What follows belongs to an exercise in optimizing a design on an open flow for small area, a short achievable clock period and few clock cycles; a production flow would make more cautious choices. Only simulation tests tie the RTL to the original design; equivalence was not proved.

==> design/flow/design.v <==
`timescale 1ns/1ps
module uc32_alu (
    input  wire        clk,
    input  wire        rst,           
    input  wire        in_valid,
    output wire        in_ready,
    input  wire [10:0] in_fn,
    input  wire [31:0] in_a,
    input  wire [31:0] in_b,
    output reg         out_valid,
    output reg  [31:0] out_result,
    output reg         out_illegal
);
    wire in_hi0    = (in_fn[10:5] == 6'd0);
    wire in_simple = in_hi0 && !in_fn[4] && (in_fn[3:0] <= 4'd9);
    wire in_mul    = in_hi0 && (in_fn[4:2] == 3'b100) && (in_fn[1:0] != 2'd3);
    wire in_div    = in_hi0 && (in_fn[4:2] == 3'b101);
    wire in_ill    = !(in_simple || in_mul || in_div);
    wire in_bsx    = in_b[31] && ((in_fn[4] == 1'b0) ? (in_fn[3:0] == 4'd8) : !in_fn[0]);
    function automatic [4:0] sigbits(input [31:0] x);
        reg [30:0] y;
        integer i;
        begin
            y = x[30:0] ^ {31{x[31]}};
            sigbits = 5'd0;
            for (i = 0; i < 31; i = i + 1)
                if (y[i]) sigbits = i[4:0] + 5'd1;
        end
    endfunction
    reg         v;                        
    reg         c_simple, c_mul, c_div, c_ill;
    reg  [4:0]  op;                       
    reg         p_exec, p_align, p_step, p_fin;
    reg  [31:0] A;        
    reg  [33:0] B;        
    reg  [4:0]  cA, cB;
    reg         bz;                       
    reg  [32:0] acc;      
    reg         mprev;    
    reg         last17;   
    reg         dneg;     
    reg         negr;     
    reg  [5:0]  cnt;      
    reg  [5:0]  sh;       
    wire done_now = v && ((p_exec && (c_simple || c_ill)) || p_fin);
    assign in_ready = !v || done_now;
    wire fire = in_valid && in_ready;
    wire mul_sg  = (op[1:0] != 2'd2);     
    wire div_sg  = !op[0];                
    wire is_rem  = op[1];
    wire is_add  = (op[3:0] == 4'd0);
    wire is_slt  = (op[3:0] == 4'd8);
    reg         x_acc, x_a, x_inv, a_sx, m_a, cin_x;
    reg  [2:0]  dig;                      
    always @(*) begin
        x_acc = 1'b0; x_a = 1'b0; x_inv = 1'b0; a_sx = 1'b0; m_a = 1'b0; cin_x = 1'b0;
        dig   = 3'b000;
        if (c_mul) begin
            x_acc = 1'b1;
            case ({last17 ? 2'b00 : A[1:0], mprev})
                3'b001, 3'b010: dig = 3'b001;
                3'b011:         dig = 3'b010;
                3'b100:         dig = 3'b110;
                3'b101, 3'b110: dig = 3'b101;
                default:        dig = 3'b000;
            endcase
        end else if (c_div) begin
            if (p_exec) begin                 
                m_a  = 1'b1;
                a_sx = div_sg;
                dig  = (div_sg && A[31]) ? 3'b101 : 3'b001;
            end else if (p_fin) begin         
                if (is_rem) begin
                    x_acc = 1'b1;
                    x_inv = negr;
                    cin_x = negr;
                end else begin
                    m_a = 1'b1;
                    dig = negr ? 3'b101 : 3'b001;
                end
            end else begin                    
                x_acc = 1'b1;
                dig   = dneg ? 3'b001 : 3'b101;
            end
        end else begin                        
            x_a  = 1'b1;
            a_sx = is_slt;
            dig  = is_add ? 3'b001 : 3'b101;
        end
    end
    wire [34:0] xin  = (({35{x_acc}} & {{2{acc[32]}}, acc}) |
                        ({35{x_a}}   & {{3{a_sx & A[31]}}, A})) ^ {35{x_inv}};
    wire [33:0] msel = m_a ? {{2{a_sx & A[31]}}, A} : B;
    wire [34:0] mmul = dig[1] ? {msel, 1'b0} : (dig[0] ? {msel[33], msel} : 35'd0);
    wire [34:0] pp   = mmul ^ {35{dig[2]}};
    wire [35:0] sumt = {xin, 1'b1} + {pp, dig[2] | cin_x};
    wire [34:0] sum  = sumt[35:1];
    wire [4:0] ndA = (!mul_sg && A[31]) ? 5'd17 : ({1'b0, cA} + 6'd2) >> 1;
    wire [4:0] ndB = (!mul_sg && B[31]) ? 5'd17 : ({1'b0, cB} + 6'd2) >> 1;
    wire       mA  = ndA < ndB;           
    wire [4:0] nk  = mA ? ndA : ndB;      
    wire [31:0] mcand = mA ? B[31:0] : A;
    wire [31:0] mplr  = mA ? A : B[31:0];
    wire       dnA  = div_sg && A[31];
    wire       dnB  = div_sg && B[31];
    wire [5:0] nA   = (!div_sg && A[31]) ? 6'd32 : ({1'b0, cA} + {5'd0, dnA});
    wire [5:0] nB   = (!div_sg && B[31]) ? 6'd32 : {1'b0, cB};
    wire [5:0] ds   = (bz || nA < nB) ? 6'd0 : (nA - nB);
    reg  [65:0] fx;
    reg  [5:0]  fs;
    always @(*) begin
        fx = 66'd0;
        fs = sh;
        if (c_mul) begin                      
            if (op[1:0] == 2'd0) fx = {acc[31:0], A, 2'b00};
            else                 fx = {{32{acc[32]}}, acc[31:0], A[31:30]};
        end else if (c_div) begin             
            fx = {B, 32'd0};
        end else begin
            case (op[1:0])
                2'd1:    begin fs = {1'b0, ~B[4:0]}; fx = {3'd0, A, 31'd0}; end
                2'd2:    begin fs = {1'b0, B[4:0]};  fx = {34'd0, A}; end
                default: begin fs = {1'b0, B[4:0]};  fx = {{34{A[31]}}, A}; end
            endcase
        end
    end
    wire [65:0] fsh = fx >> fs;
    wire [33:0] fun = fsh[33:0];
    reg  [31:0] res;
    always @(*) begin
        res = 32'd0;
        if (c_simple) begin
            case (op[3:0])
                4'd0, 4'd1:       res = sum[31:0];
                4'd2:             res = A & B[31:0];
                4'd3:             res = A | B[31:0];
                4'd4:             res = A ^ B[31:0];
                4'd5, 4'd6, 4'd7: res = fun[31:0];
                default:          res = {31'd0, sum[34]};
            endcase
        end else if (c_mul) begin
            res = fun[31:0];
        end else if (c_div) begin
            res = (bz && !is_rem) ? 32'hFFFF_FFFF : sum[31:0];
        end
    end
    always @(posedge clk) begin
        out_valid <= 1'b0;
        if (rst) begin
            v <= 1'b0;
        end else begin
            if (done_now) begin
                out_valid   <= 1'b1;
                out_illegal <= c_ill;
                out_result  <= res;
            end
            if (fire) begin
                v        <= 1'b1;
                c_simple <= in_simple;
                c_mul    <= in_mul;
                c_div    <= in_div;
                c_ill    <= in_ill;
                op       <= in_fn[4:0];
                p_exec   <= 1'b1;
                p_align  <= 1'b0;
                p_step   <= 1'b0;
                p_fin    <= 1'b0;
                A        <= in_a;
                B        <= {{2{in_bsx}}, in_b};
                cA       <= sigbits(in_a);
                cB       <= sigbits(in_b);
                bz       <= (in_b == 32'd0);
            end else if (done_now) begin
                v <= 1'b0;
            end else if (v) begin
                if (p_exec) begin
                    p_exec <= 1'b0;
                    if (c_mul) begin
                        p_step <= 1'b1;
                        A      <= mplr;
                        B      <= {{2{mul_sg & mcand[31]}}, mcand};
                        mprev  <= 1'b0;
                        last17 <= 1'b0;
                        acc    <= 33'd0;
                        cnt    <= {1'b0, nk} - 6'd1;
                        sh     <= 6'd34 - {nk, 1'b0};
                    end else begin
                        p_align <= 1'b1;
                        acc     <= sum[32:0];
                        A       <= 32'd0;
                        dneg    <= dnB;
                        negr    <= is_rem ? dnA : (dnA ^ dnB);
                        cnt     <= ds;
                        sh      <= 6'd32 - ds;
                    end
                end
                if (p_align) begin
                    p_align <= 1'b0;
                    p_step  <= 1'b1;
                    B       <= fun;
                end
                if (p_step) begin
                    cnt <= cnt - 6'd1;
                    if (cnt == 6'd0) begin
                        p_step <= 1'b0;
                        p_fin  <= 1'b1;
                    end
                    if (c_mul) begin
                        last17 <= (cnt == 6'd1) && (sh == 6'd0);
                        acc    <= sum[34:2];
                        A      <= {sum[1:0], A[31:2]};    
                        mprev  <= A[1];
                    end else begin
                        if (!sum[34]) acc <= sum[32:0];
                        A <= {A[30:0], !sum[34]};
                        B <= {B[33], B[33:1]};
                    end
                end
            end
        end
    end
endmodule
==> design/flow/run.sh <==
#!/bin/bash
# synth_recipe.tcl (not shown) runs the flow's synth.tcl, then flattens the netlist and writes it again
# the make line also repeats each setting of config.mk as NAME=value (left out here)
make -C /OpenROAD-flow-scripts/flow DESIGN_CONFIG=/design/flow/config.mk WORK_HOME=/design/flow/orfs CLKGATE_MAP_FILE= SYNTH_SCRIPT=/design/flow/synth_recipe.tcl finish
==> design/flow/config.mk <==
export PLATFORM = sky130hd
export DESIGN_NAME = uc32_alu
export DESIGN_NICKNAME = uc32_alu
export VERILOG_FILES = /design/flow/design.v
export SDC_FILE = /design/flow/constraint.sdc
export NUM_CORES = 4
export LEC_CHECK = 0
export CAP_MARGIN = 20
export CORE_MARGIN = 2
export CORE_UTILIZATION = 40
export PLACE_DENSITY = 0.6
export SLEW_MARGIN = 20
==> design/flow/constraint.sdc <==
create_clock -name core_clock -period 8.0 [get_ports {clk}]
set_input_delay 1.6000 -clock core_clock [delete_from_list [all_inputs] [get_ports {clk}]]
set_output_delay 1.6000 -clock core_clock [all_outputs]
set_load 0.01 [all_outputs]
==> flow_summary.json <==
{
  "finalSetupViolCount": 0,
  "finalPower_uw": 3921,
  "syn_nets": 3155,
  "core_area_mm2": 0.05628,
  "portBuffers": 112,
  "power.density_mw_per_mm2": 153.9,
  "synth.top_cell.area_share_pct": 22.58,
  "final_common_cell": "nand2_1",
  "grt.met2_usage_pct": 59.90,
  "cts.sinks": 173,
  "maxSlewViolCount": 0,
  "synth.distinct_cells": 83,
  "dp.cells": 3684,
  "clk_pin_slew_worst_paths_ns": 0.08,
  "post_drt_wl_per_cell_um": 32.89,
  "grt_max_degree": 133,
  "maxCapViolCount": 0,
  "cts_tree": "done",
  "layout-drive-gt1-share_pct": 8.649,
  "cts_buffers": 17,
  "routed_wl_mm": 122.3,
  "use_met3_pct": 10.85,
  "peakVddDrop_mv": 0.1750,
  "criticalPathCategory": "register to register",
  "syn_inst": 2952,
  "vias": 25404,
  "slew_headroom_pct": 18.51,
  "cp-start-kind": "register",
  "pin_count": 113,
  "worst_setup_path_end_kind": "register",
  "gp_congestion": 1.024,
  "worst_slew_pin_slew_ns": 1.214,
  "grt_pass1_vias": 23608,
  "status": "complete, no violations",
  "cts_hold_buf": 0,
  "viasPerCell": 6.829,
  "cp.arrival_ns": 6.96,
  "min_period_over_period_pct": 83.74,
  "synth_edf_count": 171,
  "postCtsSetupRepairBufs": 0,
  "synth.area.top_cells": "edfxtp_1, mux2i_1, ha_1",
  "synthFlopType": "edfxtp_1",
  "finClkSkew_ns": 0.03064,
  "fillCellCount": 5702,
  "cp.required_ns": 8.26,
  "drt-initial-drc-count": 3620,
  "rsz0062_at_grt": "false",
  "grt_pass1_wl_mm": 172.7,
  "p_leak_uw": 0.009732,
  "synth_top_cell_by_area": "edfxtp_1",
  "worst-path-max-fanout": 36,
  "place_hpwl_mm": 90.90,
  "drc": 0,
  "worstSkewPairLatency_ns": 0.52,
  "htree_num_levels": 4,
  "synthArstFlopShare_pct": 0,
  "initial_core_util_pct": 40.42,
  "die_w_um": 242.5,
  "cts_root_buf": "clkbuf_16",
  "area_growth_pct": 12.01,
  "syn_area_mm2": 0.02275,
  "firstDrtPassIters": 8,
  "synth_seq_cells": 173,
  "finalHoldViolations": 0,
  "yosysSeqAreaShare_pct": 22.75,
  "layout.nets": 3150,
  "min_period_ns": 6.699,
  "antenna_found_initial": 7,
  "fmax_mhz": 149.3,
  "post_cts_resize_count": 0,
  "final_cell_mix": "nand2_1, a21oi_1, nor2_1, o21ai_0, mux2i_1",
  "grt_overflow": 0,
  "die_area_mm2": 0.05879,
  "grt-busiest-layer": "met2",
  "rows": 87,
  "clk_path_buf_depth": 2,
  "grt_usage_pct": 40.48,
  "hp-class": "register to register",
  "gr-usage-met1_pct": 51.64,
  "yosys_warnings": 1,
  "die_y_um": 242.5,
  "postSynthAreaPerCell_um2": 7.705,
  "stdcell_count": 3720,
  "ant_nets": 0,
  "finalSetupTns_ns": 0
}
[per-stage QoR]
stage | hold slack, ns | area (µm²) | util [%] | setup slack (ns)
floorplan | 0.4275 | 22750 | - | 2.478
global placement | 0.4383 | 24860 | 44.17 | 1.506
detailed placement | 0.4497 | 24870 | 44.19 | 1.544
CTS | 0.4666 | 25470 | 45.25 | 1.507
global route | 0.4719 | 25470 | 45.25 | 1.076
finish | 0.4647 | 25480 | 45.27 | 1.301
[power breakdown]
group	switching (µW)	total, µW	internal, µW
Clock	468	913	446
Sequential	57.1	1120	1060
Combinational	1270	1890	619
[worst max-delay path, cell delays in order (launching register included)]
cell,delay [ns]
edfxtp_1,0.73
clkinv_1,0.16
a21o_2,0.65
buf_4,0.51
nor2_1,0.07
a21oi_1,0.64
o22ai_1,0.22
xnor2_1,0.17
ha_1,0.42
a21oi_1,0.34
nor2b_1,0.08
o21ai_0,0.15
nand2b_1,0.10
a311oi_1,0.34
o21ai_0,0.12
a21o_1,0.18
a21o_1,0.17
a41o_1,0.27
xnor2_1,0.59
o21ai_0,0.16
a221o_1,0.32
[flip-flops by register name, indices dropped and copies added (netlist names), 4 cells and up, named ones only]
name,flops
sh,6
op,4
cA,5
out_result,32
cB,5
B,34
acc,33
cnt,6
A,32
[layout make-up]
type                       instances  area (µm²)  area share [%]
multi-input combinational       2408       16260           63.81
sequential                       173        5175           20.31
timing repair buffer             235        2069           8.123
tap                              756       945.9           3.713
clock buffer                      17       425.4           1.670
inverter                         112       421.7           1.655
clock inverter                    15       173.9          0.6826
antenna                            4       10.01         0.03929
[cell families (layout without fill, tap and decap cells)]
kind of cell	after synthesis	in the layout	share of synthesized area [%]
compound gates	1061	1061	30.41
simple gates	837	837	16.49
buf+inv	371	379	6.458
mux	245	245	11.56
flops	173	173	22.75
xor+xnor	140	140	5.391
fa+ha+maj	125	125	6.942
other cells	0	4	0
[layer usage]
metal  vias up  part of all wire [%]
met5         -                  0.14
met4         8                   7.7
met3       399                    11
met2      1606                    42
met1     12300                    40
li1      11091                     -
[worst paths after layout]
path / from / slack [ns] / to / cells after the start
setup / recovery: p_exec / 1.30 / out_result[24] / 20
hold / removal: c_ill / 0.46 / out_illegal / 0
setup reg to reg: p_exec / 1.30 / out_result[24] / 20
hold reg to reg: c_ill / 0.46 / out_illegal / 0
[synthesized netlist by cell type, types with 43 or more instances]
library cell / instances
a21o_1: 44
mux2i_1: 194
ha_1: 123
a22oi_1: 72
nand3_1: 84
buf_2: 43
o22ai_1: 71
a21oi_1: 288
and3_1: 59
o21ai_0: 198
clkbuf_1: 168
a211oi_1: 74
xnor2_1: 109
edfxtp_1: 171
inv_1: 109
nor2_1: 241
nand2_1: 306
Testbench counts, summed over its fixed seeds: cycles 16,358.

## separate check: timing with driven ports
How much do the figures lean on ideal ports? The routed layout below was timed once more, with nothing changed but the port constraints.
Step 1 assumes that a clkbuf_16 drives the clock port and a buf_2 every other input.
Step 2 also shifts input and output timing later by t, the mid clock arrival at the registers, as if the neighbouring blocks saw the same clock.
Slacks: ideal ports / drivers / drivers and shift; pairs: ideal ports / drivers.
shift t [ns]: 0.549
setup WS [ns]: 1.301 / 1.301 / 1.301
hold slack, ns: 0.465 / 0.465 / 0.465
worst register clock-pin slew, ns: 0.09 / 0.09
After both steps setup and hold are still met in this run. The setup slack of this run moves by 0.000 ns with the drivers and by 0.000 ns with both steps.
